Context: an optimization exercise on an open-source flow, tuned for small area and a short achievable clock period. The choices shown serve that exercise and are no tape-out recipe. Function was checked by simulation only, so behaviour that the tests miss may differ from the original. The clock input has no modelled driver; a real chip could not lean on it and would need a root buffer or a full tree. Power and IR drop assume default switching activity.

Design can_fd_rx, start of the top module:
module can_fd_rx (
    input  wire        clk,
    input  wire        rst,
    input  wire        fd_en,
    input  wire        pex_en,
    input  wire        rx_valid,
    input  wire        rx_bit,
    output reg         ev_hdr,
    output wire [28:0] hdr_ident,
    output reg         hdr_ide,
    output reg         hdr_rtr,
    output reg         hdr_fdf,
    output reg         hdr_brs,
    output reg         hdr_esi,
    output reg  [3:0]  hdr_dlc,
    output reg  [6:0]  hdr_len,
    output reg         ev_word,
    output wire [3:0]  word_idx,
    output wire [31:0] word_data,
    output reg         ev_ack,
    output reg         ev_valid,
    output reg         ev_end,
    output reg         ev_eofdom,
    output reg         ev_pex,
    output reg         ev_err,
    output wire [3:0]  err_kind,
    output wire [4:0]  err_field
);
    localparam [4:0] F_BASE_ID     = 5'h01;
    localparam [4:0] F_RTR_SRR     = 5'h02;
    localparam [4:0] F_IDE         = 5'h03;
  ...
For scale: roughly 880 cells after synthesis, ~150 flip-flops, roughly 100 I/O pins, ~0.0071 mm^2 of cells after synthesis.
Settings: LEC_CHECK=0, ABC_AREA=1, CAP_MARGIN=20, CORE_MARGIN=2, CORE_UTILIZATION=40, PLACE_DENSITY=0.6, SETUP_SLACK_MARGIN=3.15, SLEW_MARGIN=20; clock period 5.0 ns.
standard.sh (not shown) runs the stock make flow with config.mk's settings and CLKGATE_MAP_FILE= SYNTH_SCRIPT=/design/flow/synth_recipe.tcl, a recipe that flattens the netlist after the stock synthesis.
==> flow/flow/run.sh <==
#!/bin/bash
# Standard layout with two changes:
#  - the port buffers are made from the smallest buffer (sky130_fd_sc_hd__buf_1)
#    instead of the resizer's default choice; timing repair still resizes any
#    of them that is on a critical path;
#  - the clock tree is a balanced two-level tree built by flow/cts_pre.tcl
#    (clk -> 4 buffers -> 8 buffers -> flip-flops, sinks clustered by
#    location) in place of TritonCTS's H-tree; the rest of the CTS step
#    (legalization, setup and hold repair) runs as usual.
set -euo pipefail
here=$(pwd)
export BUFFER_PORTS_ARGS="-buffer_cell sky130_fd_sc_hd__buf_1"
export PRE_CTS_TCL="$here/flow/cts_pre.tcl"
bash standard.sh > standard.log 2>&1
==> flow/flow/cts_pre.tcl <==
# Build a balanced two-level clock tree by hand and turn TritonCTS off for
# this step: the clock port drives NL1 first-level buffers, each of them
# drives two leaf buffers, and each leaf buffer drives the flip-flops of one
# cluster (k-means on their placed locations).
set block [ord::get_db_block]
set db [ord::get_db]
set clknet [[$block findBTerm clk] getNet]
set leaf_master [$db findMaster sky130_fd_sc_hd__clkbuf_16]
set l1_master [$db findMaster sky130_fd_sc_hd__clkbuf_8]

set pts {}
foreach it [$clknet getITerms] {
  set inst [$it getInst]
  set box [$inst getBBox]
  lappend pts [list [expr {([$box xMin] + [$box xMax]) / 2.0}] [expr {([$box yMin] + [$box yMax]) / 2.0}] $it]
}
set nsink [llength $pts]
set NL1 [expr {min(4, max(1, int(ceil($nsink / 40.0))))}]
set NB [expr {2 * $NL1}]
puts "manual clock tree: $nsink sinks, $NB leaf buffers, $NL1 first-level buffers"

proc kmeans {pts k iters} {
  set xs {}; set ys {}
  foreach p $pts { lappend xs [lindex $p 0]; lappend ys [lindex $p 1] }
  set minx [tcl::mathfunc::min {*}$xs]; set maxx [tcl::mathfunc::max {*}$xs]
  set miny [tcl::mathfunc::min {*}$ys]; set maxy [tcl::mathfunc::max {*}$ys]
  # start on a grid of k/2 columns and 2 rows (or one row for k < 2)
  set cx {}; set cy {}
  set cols [expr {max(1, $k / 2)}]; set rows [expr {$k / $cols}]
  for {set i 0} {$i < $cols} {incr i} {
    for {set j 0} {$j < $rows} {incr j} {
      lappend cx [expr {$minx + ($i + 0.5) / $cols * ($maxx - $minx)}]
      lappend cy [expr {$miny + ($j + 0.5) / $rows * ($maxy - $miny)}]
    }
  }
  for {set iter 0} {$iter < $iters} {incr iter} {
    set grp [lrepeat $k {}]
    foreach p $pts {
      set best 0; set bd 1e18
      for {set c 0} {$c < $k} {incr c} {
        set dd [expr {abs([lindex $p 0] - [lindex $cx $c]) + abs([lindex $p 1] - [lindex $cy $c])}]
        if {$dd < $bd} { set bd $dd; set best $c }
      }
      lset grp $best [concat [lindex $grp $best] [list $p]]
    }
    for {set c 0} {$c < $k} {incr c} {
      set g [lindex $grp $c]
      if {[llength $g] == 0} continue
      set sx 0; set sy 0
      foreach p $g { set sx [expr {$sx + [lindex $p 0]}]; set sy [expr {$sy + [lindex $p 1]}] }
      lset cx $c [expr {$sx / [llength $g]}]; lset cy $c [expr {$sy / [llength $g]}]
    }
  }
  return [list $grp $cx $cy]
}

proc place_at {inst x y} {
  $inst setLocation [expr {int($x)}] [expr {int($y)}]
  $inst setPlacementStatus PLACED
}

lassign [kmeans $pts $NB 30] grp cx cy

# leaf buffers
set leaves {}
for {set c 0} {$c < $NB} {incr c} {
  set g [lindex $grp $c]
  if {[llength $g] == 0} continue
  set inst [odb::dbInst_create $block $leaf_master "clkleaf_$c"]
  set net [odb::dbNet_create $block "clknet_leaf_$c"]
  $net setSigType CLOCK
  foreach p $g { set it [lindex $p 2]; $it disconnect; $it connect $net }
  [$inst findITerm X] connect $net
  place_at $inst [lindex $cx $c] [lindex $cy $c]
  lappend leaves [list [lindex $cx $c] [lindex $cy $c] $inst]
  puts "  leaf $c: [llength $g] sinks"
}

# first level: cluster the leaf buffers
lassign [kmeans $leaves $NL1 30] lgrp lcx lcy
for {set c 0} {$c < $NL1} {incr c} {
  set g [lindex $lgrp $c]
  if {[llength $g] == 0} continue
  set inst [odb::dbInst_create $block $l1_master "clkl1_$c"]
  set net [odb::dbNet_create $block "clknet_l1_$c"]
  $net setSigType CLOCK
  [$inst findITerm A] connect $clknet
  [$inst findITerm X] connect $net
  foreach p $g { [[lindex $p 2] findITerm A] connect $net }
  place_at $inst [lindex $lcx $c] [lindex $lcy $c]
  puts "  first-level buffer $c: [llength $g] leaf buffers"
}
$clknet setSigType CLOCK

set_propagated_clock [all_clocks]

# the tree is built: CTS itself does nothing in this step
rename clock_tree_synthesis tritoncts_unused
proc clock_tree_synthesis {args} { puts "clock_tree_synthesis skipped: manual clock tree" }
The starting point completed without violations.
Next try:
--- a/flow/config.mk
+++ b/flow/config.mk
@@ -12,3 +12,3 @@
 export PLACE_DENSITY = 0.6
-export SETUP_SLACK_MARGIN = 3.15
+export SETUP_SLACK_MARGIN = 2.85
 export SLEW_MARGIN = 20
Effect: Setup slack degrades by 20 ps; utilization decreases by 5.1 points; cell count decreases by 3.4%.
Next try:
--- a/flow/config.mk
+++ b/flow/config.mk
@@ -11,4 +11,5 @@
 export CORE_UTILIZATION = 40
+export GPL_TIMING_DRIVEN = 1
 export PLACE_DENSITY = 0.6
-export SETUP_SLACK_MARGIN = 2.85
+export SETUP_SLACK_MARGIN = 3.0
 export SLEW_MARGIN = 20
What happened: Wire length is higher by about 3%. Setup slack gains 71 ps. Area after synthesis stays the same. Global-route usage is lower by 0.22 points. Total power is higher by 1.4%. Sequential power is about the same. Design area is higher by about 1.7%.
Next try:
--- a/flow/flow/cts_pre.tcl
+++ b/flow/flow/cts_pre.tcl
@@ -6,3 +6,3 @@
 set db [ord::get_db]
-set clknet [[$block findBTerm clk] getNet]
+set clknet [$block findNet [get_full_name [get_nets -of_objects [get_ports clk]]]]
 set leaf_master [$db findMaster sky130_fd_sc_hd__clkbuf_16]
--- a/flow/config.mk
+++ b/flow/config.mk
@@ -11,3 +11,2 @@
 export CORE_UTILIZATION = 40
-export GPL_TIMING_DRIVEN = 1
 export PLACE_DENSITY = 0.6
- With this change the flow never finished: it broke off in 4_1_cts on STA-0100
- area after synthesis does not change
- synthesized cell count is unchanged
Next try:
--- a/flow/flow/cts_pre.tcl
+++ b/flow/flow/cts_pre.tcl
@@ -6,3 +6,3 @@
 set db [ord::get_db]
-set clknet [$block findNet [get_full_name [get_nets -of_objects [get_ports clk]]]]
+set clknet [[$block findBTerm clk] getNet]
 set leaf_master [$db findMaster sky130_fd_sc_hd__clkbuf_16]
--- a/flow/config.mk
+++ b/flow/config.mk
@@ -10,4 +10,4 @@
 export CORE_MARGIN = 2
-export CORE_UTILIZATION = 40
-export PLACE_DENSITY = 0.6
+export CORE_UTILIZATION = 50
+export PLACE_DENSITY = 0.65
 export SETUP_SLACK_MARGIN = 3.0
After rerunning: This time the run produced a clean layout; synthesized area is unchanged; synthesized cell count stays the same.
In the first, second, third and fifth runs of this note the design's own scripts or RTL, not TritonCTS, make the clock network.

can_fd_rx again, from the RTL that the note above started with.
Settings: LEC_CHECK=0, ABC_AREA=1, CAP_MARGIN=20, CORE_MARGIN=2, CORE_UTILIZATION=40, PLACE_DENSITY=0.6, SETUP_SLACK_MARGIN=3.0, SLEW_MARGIN=20; clock period 5.0 ns.
run.sh (not shown) runs the stock make flow with config.mk's settings and CLKGATE_MAP_FILE= SYNTH_SCRIPT=/design/flow/synth_recipe.tcl, a recipe that flattens the netlist after the stock synthesis.
Stock flow here: none of the scripts above is used.
Change:
- CTS_BUF_LIST: default -> sky130_fd_sc_hd__clkbuf_8
- CTS_CLUSTER_SIZE: default -> 30
Result: Utilization came out higher by 0.43 points; total power came out lower by a little under a tenth; global-route usage came out higher by 0.18 points; clock-buffer cell count came out lower by 3; cell count came out higher slightly; via count came out higher slightly; final area came out higher slightly; sequential share of layout area came out lower by 0.24 points; die area does not change.
Change:
- ABC_AREA: 1 -> default
- ABC_CLOCK_PERIOD_IN_PS: default -> 2000
- CTS_BUF_LIST: sky130_fd_sc_hd__clkbuf_8 -> default
- CTS_CLUSTER_SIZE: 30 -> default
- SETUP_SLACK_MARGIN: 3.0 -> 2.85
Area after synthesis increases by 1.9%.
Routed wire length went down by 0.88%.
Global-route usage falls by 0.24 points.
Change:
==> flow/flow/run.sh (new file) <==
#!/bin/bash
# Standard layout, with the port buffers made from the smallest buffer
# (sky130_fd_sc_hd__buf_1) instead of the resizer's default choice. Timing
# repair still resizes any of them that is on a critical path.
set -euo pipefail
export BUFFER_PORTS_ARGS="-buffer_cell sky130_fd_sc_hd__buf_1"
bash standard.sh > standard.log 2>&1
==> flow/standard.sh (new file) <==
#!/bin/bash
# synth_recipe.tcl (not shown) runs the flow's synth.tcl, then flattens the netlist and writes it again
# the make line also repeats each setting of config.mk as NAME=value (left out here)
make -C /OpenROAD-flow-scripts/flow DESIGN_CONFIG=/design/flow/config.mk WORK_HOME=/design/flow/orfs CLKGATE_MAP_FILE= SYNTH_SCRIPT=/design/flow/synth_recipe.tcl "${@:-finish}"
- ABC_AREA: default -> 1
- ABC_CLOCK_PERIOD_IN_PS: 2000 -> default
- SETUP_SLACK_MARGIN: 2.85 -> 3.0
removed: flow/run.sh
After rerunning: Core utilization went down by 2.9 points. Worst setup slack is better by 180 ps. Sequential share of layout area went up by 3.3 points. Fmax went up by 8.9%.

-- port drivers added, routing unchanged --
Ports are ideal in the flow. The routed layouts listed here were re-timed in OpenROAD. Step 1 sets driving cells, clkbuf_16 on the clock port and buf_2 on the other inputs (assumed; they add their load-dependent delay and slew). Step 2 moves the port delays by t, midway between the first and last clock arrival at a register: inputs arrive t later, outputs are due t later. That takes back most of the time a late clock gives input paths. Three values: no drivers, after step 1, after step 2; two values: the first two.
run | t (ns) | setup slack, ns | hold slack, ns | worst data-port slew with drivers (ns)
the first run of note 1 | 0.358 | 2.983 / 2.950 / 2.983 | 0.459 / 0.459 / 0.459 | 0.05
the second run of note 1 | 0.361 | 2.963 / 2.919 / 2.963 | 0.457 / 0.457 / 0.457 | 0.05
the third run of note 1 | 0.355 | 3.034 / 2.956 / 3.038 | 0.462 / 0.462 / 0.462 | 0.04
the fifth run of note 1 | 0.350 | 3.019 / 2.956 / 2.971 | 0.455 / 0.455 / 0.455 | 0.05
the first run of note 2 | 0.462 | 2.930 / 2.888 / 2.592 | 0.461 / 0.461 / 0.461 | 0.03
the second run of note 2 | 0.491 | 2.885 / 2.846 / 2.609 | 0.467 / 0.467 / 0.467 | 0.03
the third run of note 2 | 0.463 | 2.789 / 2.797 / 2.334 | 0.469 / 0.469 / 0.469 | 0.05
the fourth run of note 2 | 0.457 | 2.970 / 2.927 / 2.990 | 0.462 / 0.462 / 0.462 | 0.04
After both steps every run listed still meets setup and hold. For the third run of note 2, which loses most, drivers alone change the setup slack by +0.008 ns; drivers and shift together by -0.455 ns.
